This is an optimization exercise on Yosys and OpenROAD, whose aim is small area, a short achievable clock period and few clock cycles per item, not a production implementation.
The RTL was checked by simulation tests, not by an equivalence proof against the original design.
Power figures rest on the tool's default switching activity, not on a simulated workload.

== north ==
==> flow/design.v (excerpt) <==
module z20_align_add (
    input  wire        clk,
    input  wire        rst,           
    input  wire        in_valid,
    input  wire        in_sub,        
    input  wire [47:0] in_x,          
    input  wire [15:0] in_ex,         
    input  wire [5:0]  in_wx,         
    input  wire [47:0] in_y,
    input  wire [15:0] in_ey,
    input  wire [5:0]  in_wy,
    output reg         out_valid,
    output reg  [47:0] out_z,         
    output reg  [15:0] out_ez,        
    output reg         out_sat        
);
Size: roughly 2200 cells after synthesis, roughly 350 flip-flops, about 210 I/O pins, about 0.021 sq mm of cells after synthesis.
Settings: LEC_CHECK=0, CAP_MARGIN=20, CORE_MARGIN=2, CORE_UTILIZATION=45, CTS_BUF_LIST=sky130_fd_sc_hd__clkbuf_8, SLEW_MARGIN=20, SYNTH_HIERARCHICAL=1; clock period 17.0 ns.
standard.sh (not shown) runs the stock make flow with config.mk's settings and CLKGATE_MAP_FILE= SYNTH_SCRIPT=/design/flow/synth_recipe.tcl, a recipe that flattens the netlist after the stock synthesis.
==> flow/flow/run.sh <==
#!/bin/bash
# Standard ORFS layout (the standard.sh, unchanged synthesis), with:
#  - port buffers of sky130_fd_sc_hd__buf_1 instead of the default choice
#  - timing repair aiming for 12.4 ns of setup slack at the design's period
#  - clock tree: clkbuf_8 buffers, larger sink clusters, no dummy loads
set -euo pipefail
bash standard.sh SETUP_SLACK_MARGIN=12.4 \
  "BUFFER_PORTS_ARGS=-buffer_cell sky130_fd_sc_hd__buf_1" \
  "CTS_ARGS=-sink_clustering_enable -repair_clock_nets -buf_list sky130_fd_sc_hd__clkbuf_8 -sink_clustering_size 16 -sink_clustering_max_diameter 60 -dont_use_dummy_load" \
  finish > make_finish.log 2>&1
Testbench counts of north, summed over its fixed seeds: cycles 3,224, items 3,200.
What south does differently from north at the input level:
- swapping 45 for 40 in CORE_UTILIZATION
-- flow/flow/run.sh --
<<< north, line 4
#  - timing repair aiming for 12.4 ns of setup slack at the design's period
>>> south, line 4
#  - timing repair aiming for 12.5 ns of setup slack at the design's period
<<< north, line 7
bash standard.sh SETUP_SLACK_MARGIN=12.4 \
>>> south, line 7
bash standard.sh SETUP_SLACK_MARGIN=12.5 \
Findings:
Delta(worst slew margin relative to its limit, south - north) < 0
Power on south is behind north.
Relative contribution of combinational cells to total power ends up higher on south.
north → south: share of the final layout cell area in multi-input gates decreased 0.42 points; initial core utilization decreased by 5.2 points relative to the old numbers.
The global-route usage in south sits 2.6 points below the value recorded for north.
Half-perimeter wire length after placement (higher): south
Input changes introduced in east (baseline for comparison: south):
- CORE_UTILIZATION: 40 -> 45
-- flow/flow/run.sh --
<<< south, line 9
  "CTS_ARGS=-sink_clustering_enable -repair_clock_nets -buf_list sky130_fd_sc_hd__clkbuf_8 -sink_clustering_size 16 -sink_clustering_max_diameter 60 -dont_use_dummy_load" \
>>> east, line 9
  "CTS_ARGS=-sink_clustering_enable -repair_clock_nets -buf_list sky130_fd_sc_hd__clkbuf_8 -sink_clustering_size 22 -sink_clustering_max_diameter 60 -dont_use_dummy_load" \
==> results.txt <==
From south to east the numbers moved as follows: critical path depth went down by 19, non-clock buffering overhead in the final layout now sits lower, worst setup margin went down 0.050 ns, portion of the layout cell area used by clock cells now smaller. Multi-input gate share of the layout cell area (east over south): increase, 0.44 points. Number of nets in the finished design in east is 1.0% lower than in south. In the metrics for east and south, the one carrying the lower HPWL reported at the end of detailed placement is east. Layout overhead on the synthesized area in east vs south: down 2.2 points. In east, the global-route usage came out 1.3 points above the value in south. Summary of the comparison: buffering stage count on the worst path with inverters included is lower in east, relative to south.
For west, these inputs were changed with respect to east:
-- flow/flow/run.sh --
<<< east, line 9
  "CTS_ARGS=-sink_clustering_enable -repair_clock_nets -buf_list sky130_fd_sc_hd__clkbuf_8 -sink_clustering_size 22 -sink_clustering_max_diameter 60 -dont_use_dummy_load" \
>>> west, line 9
  "CTS_ARGS=-sink_clustering_enable -repair_clock_nets -buf_list sky130_fd_sc_hd__clkbuf_8 -sink_clustering_size 16 -sink_clustering_max_diameter 60 -dont_use_dummy_load" \
Findings:
- Between east and west, the post-route cell area does not differ in any meaningful way.
- Relative to east, clock transition at the register clock pins on the worst setup and hold paths after CTS has gone down in west.
- Relative to east, the wire length measured on west has decreased slightly.
- Changes observed in west relative to east: minimum clock period decreased by 0.084 ns relative to the old numbers; worst setup slack increased by 0.084 ns relative to the old numbers; final cell utilization of the core closely matched the old numbers.

---

## wip/quartz
Another version of the RTL of z20_align_add (not shown whole).
Size: about 210 I/O pins, about 0.021 mm2 of cells after synthesis.
clock: 17.0 ns
lec_check: 0
cap_margin: 20
core_margin: 2
core_utilization: 50
cts_buf_list: sky130_fd_sc_hd__clkbuf_8
slew_margin: 20
synth_hierarchical: 1
==> flow/flow/run.sh <==
#!/bin/bash
# Standard ORFS layout (the standard.sh, unchanged synthesis), with:
#  - port buffers of sky130_fd_sc_hd__buf_1 instead of the default choice
#  - timing repair aiming for 12.8 ns of setup slack at the design's period
#  - clock tree: clkbuf_8 buffers, larger sink clusters, no dummy loads
set -euo pipefail
bash standard.sh SETUP_SLACK_MARGIN=12.8 \
  "BUFFER_PORTS_ARGS=-buffer_cell sky130_fd_sc_hd__buf_1" \
  "CTS_ARGS=-sink_clustering_enable -repair_clock_nets -buf_list sky130_fd_sc_hd__clkbuf_8 -sink_clustering_size 16 -sink_clustering_max_diameter 60 -dont_use_dummy_load" \
  finish > make_finish.log 2>&1
The final layout from wip/quartz, which completed every stage, passed the timing, DRC and antenna checks at the end of the flow.
Testbench counts of wip/quartz, summed over its fixed seeds: cycles 3,224, items 3,200.
## Diff of input files: wip/yarrow against wip/quartz
- changing CORE_UTILIZATION from 50 to 62
--- a/flow/flow/run.sh
+++ b/flow/flow/run.sh
@@ -4 +4 @@
-#  - timing repair aiming for 12.8 ns of setup slack at the design's period
+#  - timing repair aiming for 12.5 ns of setup slack at the design's period
@@ -7 +7 @@
-bash standard.sh SETUP_SLACK_MARGIN=12.8 \
+bash standard.sh SETUP_SLACK_MARGIN=12.5 \
==> comparison <==
The sum of routed wire segments on met1 in wip/yarrow sits about 5% below the value recorded for wip/quartz. On critical path depth, the higher figure sits with wip/yarrow, not wip/quartz. Lower floorplan die area goes to wip/yarrow over wip/quartz. Against wip/quartz, sequential cell area in wip/yarrow fell slightly.
## Diff of input files: wip/delta against wip/yarrow
- swapping 62 for 50 in CORE_UTILIZATION
--- a/flow/flow/run.sh
+++ b/flow/flow/run.sh
@@ -4 +4 @@
-#  - timing repair aiming for 12.5 ns of setup slack at the design's period
+#  - timing repair aiming for 12 ns of setup slack at the design's period
@@ -7 +7 @@
-bash standard.sh SETUP_SLACK_MARGIN=12.5 \
+bash standard.sh SETUP_SLACK_MARGIN=12 \
### Flow results
As of wip/delta, count of plain and timing-repair buffers had fallen by more than 10% compared to wip/yarrow.
Final instance area (wip/delta over wip/yarrow): decrease, 4.0%
Status: proportion of cell area occupied by multi-input gates parity (wip/delta, wip/yarrow)
wip/delta vs wip/yarrow on maximum cell stage delay along the critical path: wip/delta is the higher one.
Edits applied to the flow inputs when going from wip/delta to wip/tundra:
--- a/flow/flow/run.sh
+++ b/flow/flow/run.sh
@@ -4 +4 @@
-#  - timing repair aiming for 12 ns of setup slack at the design's period
+#  - timing repair aiming for 12.5 ns of setup slack at the design's period
@@ -7 +7 @@
-bash standard.sh SETUP_SLACK_MARGIN=12 \
+bash standard.sh SETUP_SLACK_MARGIN=12.5 \
==> comparison <==
Summary of wip/tundra over wip/delta: final antenna diode count has decreased; worst hold slack increased 0.0074 ns; number of clock buffers inserted by TritonCTS +1; routability congestion estimate -about 2%.
The clock network power was comparable across wip/delta and wip/tundra.
wip/delta → wip/tundra: critical path depth has decreased; final-layout non-clock buffer area share went up by 0.85 points; sequential share of layout area has decreased.

---

Another version of the RTL of z20_align_add (not shown whole).
Size in the first run: roughly 2100 cells after synthesis, about 210 I/O pins, about 20000 µm² of cells after synthesis.
clock: 17.0 ns
lec_check: 0
cap_margin: 20
core_margin: 2
core_utilization: 50
cts_buf_list: sky130_fd_sc_hd__clkbuf_8
slew_margin: 20
synth_hierarchical: 1
==> flow/flow/run.sh <==
#!/bin/bash
# Standard ORFS layout (the standard.sh, unchanged synthesis), with:
#  - port buffers of sky130_fd_sc_hd__buf_1 instead of the default choice
#  - timing repair aiming for 11.7 ns of setup slack at the design's period
#  - clock tree: clkbuf_8 buffers, larger sink clusters, no dummy loads
set -euo pipefail
bash standard.sh SETUP_SLACK_MARGIN=11.7 \
  "BUFFER_PORTS_ARGS=-buffer_cell sky130_fd_sc_hd__buf_1" \
  "CTS_ARGS=-sink_clustering_enable -repair_clock_nets -buf_list sky130_fd_sc_hd__clkbuf_8 -sink_clustering_size 16 -sink_clustering_max_diameter 60 -dont_use_dummy_load" \
  finish > make_finish.log 2>&1
The starting point went through all stages and came out clean.
Testbench counts at the start, summed over its fixed seeds: cycles 3,224, items 3,200.
Change:
==> flow/flow/run.sh (replaced) <==
#!/bin/bash
# Standard ORFS layout (the standard.sh, unchanged synthesis), with:
#  - port buffers of sky130_fd_sc_hd__buf_1 instead of the default choice
#  - timing repair aiming for 12 ns of setup slack at the design's period
#  - clock tree: clkbuf_8 buffers, larger sink clusters, no dummy loads
set -euo pipefail
bash standard.sh SETUP_SLACK_MARGIN=12 \
  "BUFFER_PORTS_ARGS=-buffer_cell sky130_fd_sc_hd__buf_1" \
  "CTS_ARGS=-sink_clustering_enable -repair_clock_nets -buf_list sky130_fd_sc_hd__clkbuf_8 -sink_clustering_size 16 -sink_clustering_max_diameter 60 -dont_use_dummy_load" \
  finish > make_finish.log 2>&1
The new run produced a clean layout.
Cell count hardly moves.
Area after synthesis stays the same.
Setup slack gains 290 ps.
Fmax is higher by 5.9%.
Wire length barely changes.
Cell area grows by 0.44%.

---

The RTL this note starts from:
==> flow/design.v <==
module z20_align_add (
    input  wire        clk,
    input  wire        rst,           
    input  wire        in_valid,
    input  wire        in_sub,        
    input  wire [47:0] in_x,          
    input  wire [15:0] in_ex,         
    input  wire [5:0]  in_wx,         
    input  wire [47:0] in_y,
    input  wire [15:0] in_ey,
    input  wire [5:0]  in_wy,
    output reg         out_valid,
    output reg  [47:0] out_z,         
    output reg  [15:0] out_ez,        
    output reg         out_sat        
);
    function [4:0] guard_of(input [5:0] w);
        guard_of = (w >= 6'd47) ? 5'd0 : (w <= 6'd31) ? 5'd16 : (5'd15 - w[4:0]);
    endfunction
    wire [16:0] dxy  = {in_ex[15], in_ex} - {in_ey[15], in_ey};
    wire        swap = dxy[16];                               
    wire [6:0]  dyx7 = in_ey[6:0] - in_ex[6:0];
    wire        dbig = swap ? ~((&dxy[16:7]) & (|dxy[6:0])) : (|dxy[15:7]);
    wire [6:0]  d7   = dbig ? 7'd127 : (swap ? dyx7 : dxy[6:0]);
    reg  [47:0] nz;
    integer i;
    always @(*) begin
        nz[0] = 1'b0;
        for (i = 1; i < 48; i = i + 1) nz[i] = nz[i-1] | in_y[i-1];
    end
    wire        ymin = in_y[47] & ~nz[47];
    wire [47:0] yn   = in_y ^ ({48{in_sub}} & (nz | {48{ymin}}));
    reg         r1_valid;
    reg  [47:0] r1_x, r1_y;
    reg         r1_swap;
    reg  [6:0]  r1_d;
    reg  [4:0]  r1_g;
    reg  [15:0] r1_ea;
    reg         r1_clamp;
    always @(posedge clk) begin
        if (rst) r1_valid <= 1'b0;
        else     r1_valid <= in_valid;
        r1_x     <= in_x;
        r1_y     <= yn;
        r1_swap  <= swap;
        r1_d     <= d7;
        r1_g     <= swap ? guard_of(in_wy) : guard_of(in_wx);
        r1_ea    <= swap ? in_ey : in_ex;
        r1_clamp <= in_sub & ymin;
    end
    wire [47:0] a    = r1_swap ? r1_y : r1_x;                 
    wire [47:0] b    = r1_swap ? r1_x : r1_y;
    wire [7:0]  t    = {1'b0, r1_d} - {3'd0, r1_g};
    wire [4:0]  shl  = t[7] ? r1_d[4:0] : r1_g;               
    wire [5:0]  s    = t[7] ? 6'd0 : (t[6:0] >= 7'd48) ? 6'd48 : t[5:0];
    wire [48:0] a49  = {a[47], a} << shl;
    reg         abig;
    integer k;
    always @(*) begin
        abig = 1'b0;
        for (k = 1; k < 16; k = k + 1)
            if (k < shl && (a[47] ^ a[47-k])) abig = 1'b1;
    end
    reg  [48:0] v;       
    reg         sticky;
    always @(*) begin
        v = {b, 1'b0};
        sticky = 1'b0;
        if (s[5]) begin sticky = sticky | (|v[31:0]); v = {{32{v[48]}}, v[48:32]}; end
        if (s[4]) begin sticky = sticky | (|v[15:0]); v = {{16{v[48]}}, v[48:16]}; end
        if (s[3]) begin sticky = sticky | (|v[7:0]);  v = {{8{v[48]}},  v[48:8]};  end
        if (s[2]) begin sticky = sticky | (|v[3:0]);  v = {{4{v[48]}},  v[48:4]};  end
        if (s[1]) begin sticky = sticky | (|v[1:0]);  v = {{2{v[48]}},  v[48:2]};  end
        if (s[0]) begin sticky = sticky | v[0];       v = {v[48], v[48:1]};        end
    end
    wire        up = v[0] & (sticky | v[1]);
    reg         r2_valid;
    reg  [48:0] r2_a;
    reg         r2_abig;
    reg         r2_asgn;
    reg  [47:0] r2_q;
    reg         r2_up;
    reg  [15:0] r2_ez;
    reg         r2_clamp;
    always @(posedge clk) begin
        if (rst) r2_valid <= 1'b0;
        else     r2_valid <= r1_valid;
        r2_a     <= a49;
        r2_abig  <= abig;
        r2_asgn  <= a[47];
        r2_q     <= v[48:1];
        r2_up    <= up;
        r2_ez    <= r1_ea - {11'd0, shl};
        r2_clamp <= r1_clamp;
    end
    wire [49:0] sum  = {r2_a[48], r2_a} + {{2{r2_q[47]}}, r2_q} + {49'd0, r2_up};
    wire        ovf  = r2_abig | (sum[49:47] != {3{sum[49]}});
    wire        neg  = r2_abig ? r2_asgn : sum[49];
    wire [47:0] z    = ovf ? {neg, {47{~neg}}} : sum[47:0];
    always @(posedge clk) begin
        if (rst) out_valid <= 1'b0;
        else     out_valid <= r2_valid;
        out_z   <= z;
        out_ez  <= r2_ez;
        out_sat <= ovf | r2_clamp;
    end
endmodule
export LEC_CHECK = 0
export CAP_MARGIN = 20
export CORE_MARGIN = 2
export CORE_UTILIZATION = 40
export SLEW_MARGIN = 20
create_clock -name core_clock -period 17.0 [get_ports {clk}]
==> flow/flow/run.sh <==
#!/bin/bash
# Standard ORFS layout (the standard.sh, unchanged synthesis), with:
#  - port buffers of sky130_fd_sc_hd__buf_1 instead of the default choice
#  - timing repair aiming for 11 ns of setup slack at the design's period
set -euo pipefail
bash standard.sh SETUP_SLACK_MARGIN=11 "BUFFER_PORTS_ARGS=-buffer_cell sky130_fd_sc_hd__buf_1" finish > make_finish.log 2>&1
The first run finished clean.
Testbench counts at the start, summed over its fixed seeds: cycles 3,224, items 3,200.
Change:
==> flow/flow/run.sh (replaced) <==
#!/bin/bash
# Standard ORFS layout (the standard.sh, unchanged synthesis), with:
#  - port buffers of sky130_fd_sc_hd__buf_1 instead of the default choice
#  - timing repair aiming for 12 ns of setup slack at the design's period
set -euo pipefail
bash standard.sh SETUP_SLACK_MARGIN=12 "BUFFER_PORTS_ARGS=-buffer_cell sky130_fd_sc_hd__buf_1" finish > make_finish.log 2>&1
After rerunning: Global-route usage goes up by 0.45 points. Synthesized area is unchanged. Setup slack gets worse by 0.025 ns. Design area goes up by 2.4%. Routed wire length goes up by 1.9%. Cell count hardly moves.

[separate check: timing with driven ports]
Ports are ideal in the flow. The routed layouts listed here were re-timed in OpenROAD. Step 1 sets driving cells, clkbuf_16 on the clock port and buf_2 on the other inputs (assumed; they add their load-dependent delay and slew). Step 2 adds t to the input delays and takes it off the output delays; t is the mean of the earliest and latest rising clock arrival at the registers after step 1. Input paths then give back, and output paths get back, about the clock's delay inside the block. Slacks: ideal ports / drivers / drivers and shift; pairs: ideal ports / drivers.
| run | t, ns | setup slack, ns | worst register clock-pin slew, ns | worst data-port slew with drivers (ns) |
|---|---|---|---|---|
| north | 0.635 | 12.452 / 12.430 / 11.893 | 0.10 / 0.10 | 0.08 |
| south | 0.638 | 12.501 / 12.454 / 11.922 | 0.10 / 0.10 | 0.08 |
| east | 0.688 | 12.451 / 12.396 / 11.888 | 0.12 / 0.12 | 0.08 |
| west | 0.643 | 12.536 / 12.482 / 11.929 | 0.10 / 0.10 | 0.08 |
| wip/quartz | 0.644 | 12.516 / 12.464 / 11.983 | 0.10 / 0.10 | 0.07 |
| wip/yarrow | 0.578 | 12.503 / 12.496 / 11.929 | 0.10 / 0.10 | 0.05 |
| wip/delta | 0.637 | 12.210 / 12.210 / 11.610 | 0.10 / 0.10 | 0.08 |
| wip/tundra | 0.629 | 12.472 / 12.472 / 11.910 | 0.10 / 0.10 | 0.05 |
| the first run of note 3 | 0.651 | 11.800 / 11.829 / 11.178 | 0.10 / 0.10 | 0.08 |
| the second run of note 3 | 0.674 | 12.088 / 12.119 / 11.445 | 0.10 / 0.10 | 0.08 |
| the first run of note 4 | 0.603 | 10.992 / 11.006 / 10.404 | 0.07 / 0.07 | 0.08 |
| the second run of note 4 | 0.605 | 10.968 / 10.986 / 10.381 | 0.07 / 0.07 | 0.07 |
After both steps setup and hold are still met in every run listed. For the second run of note 3, which loses most, drivers alone change the setup slack by +0.031 ns; drivers and shift together by -0.643 ns.
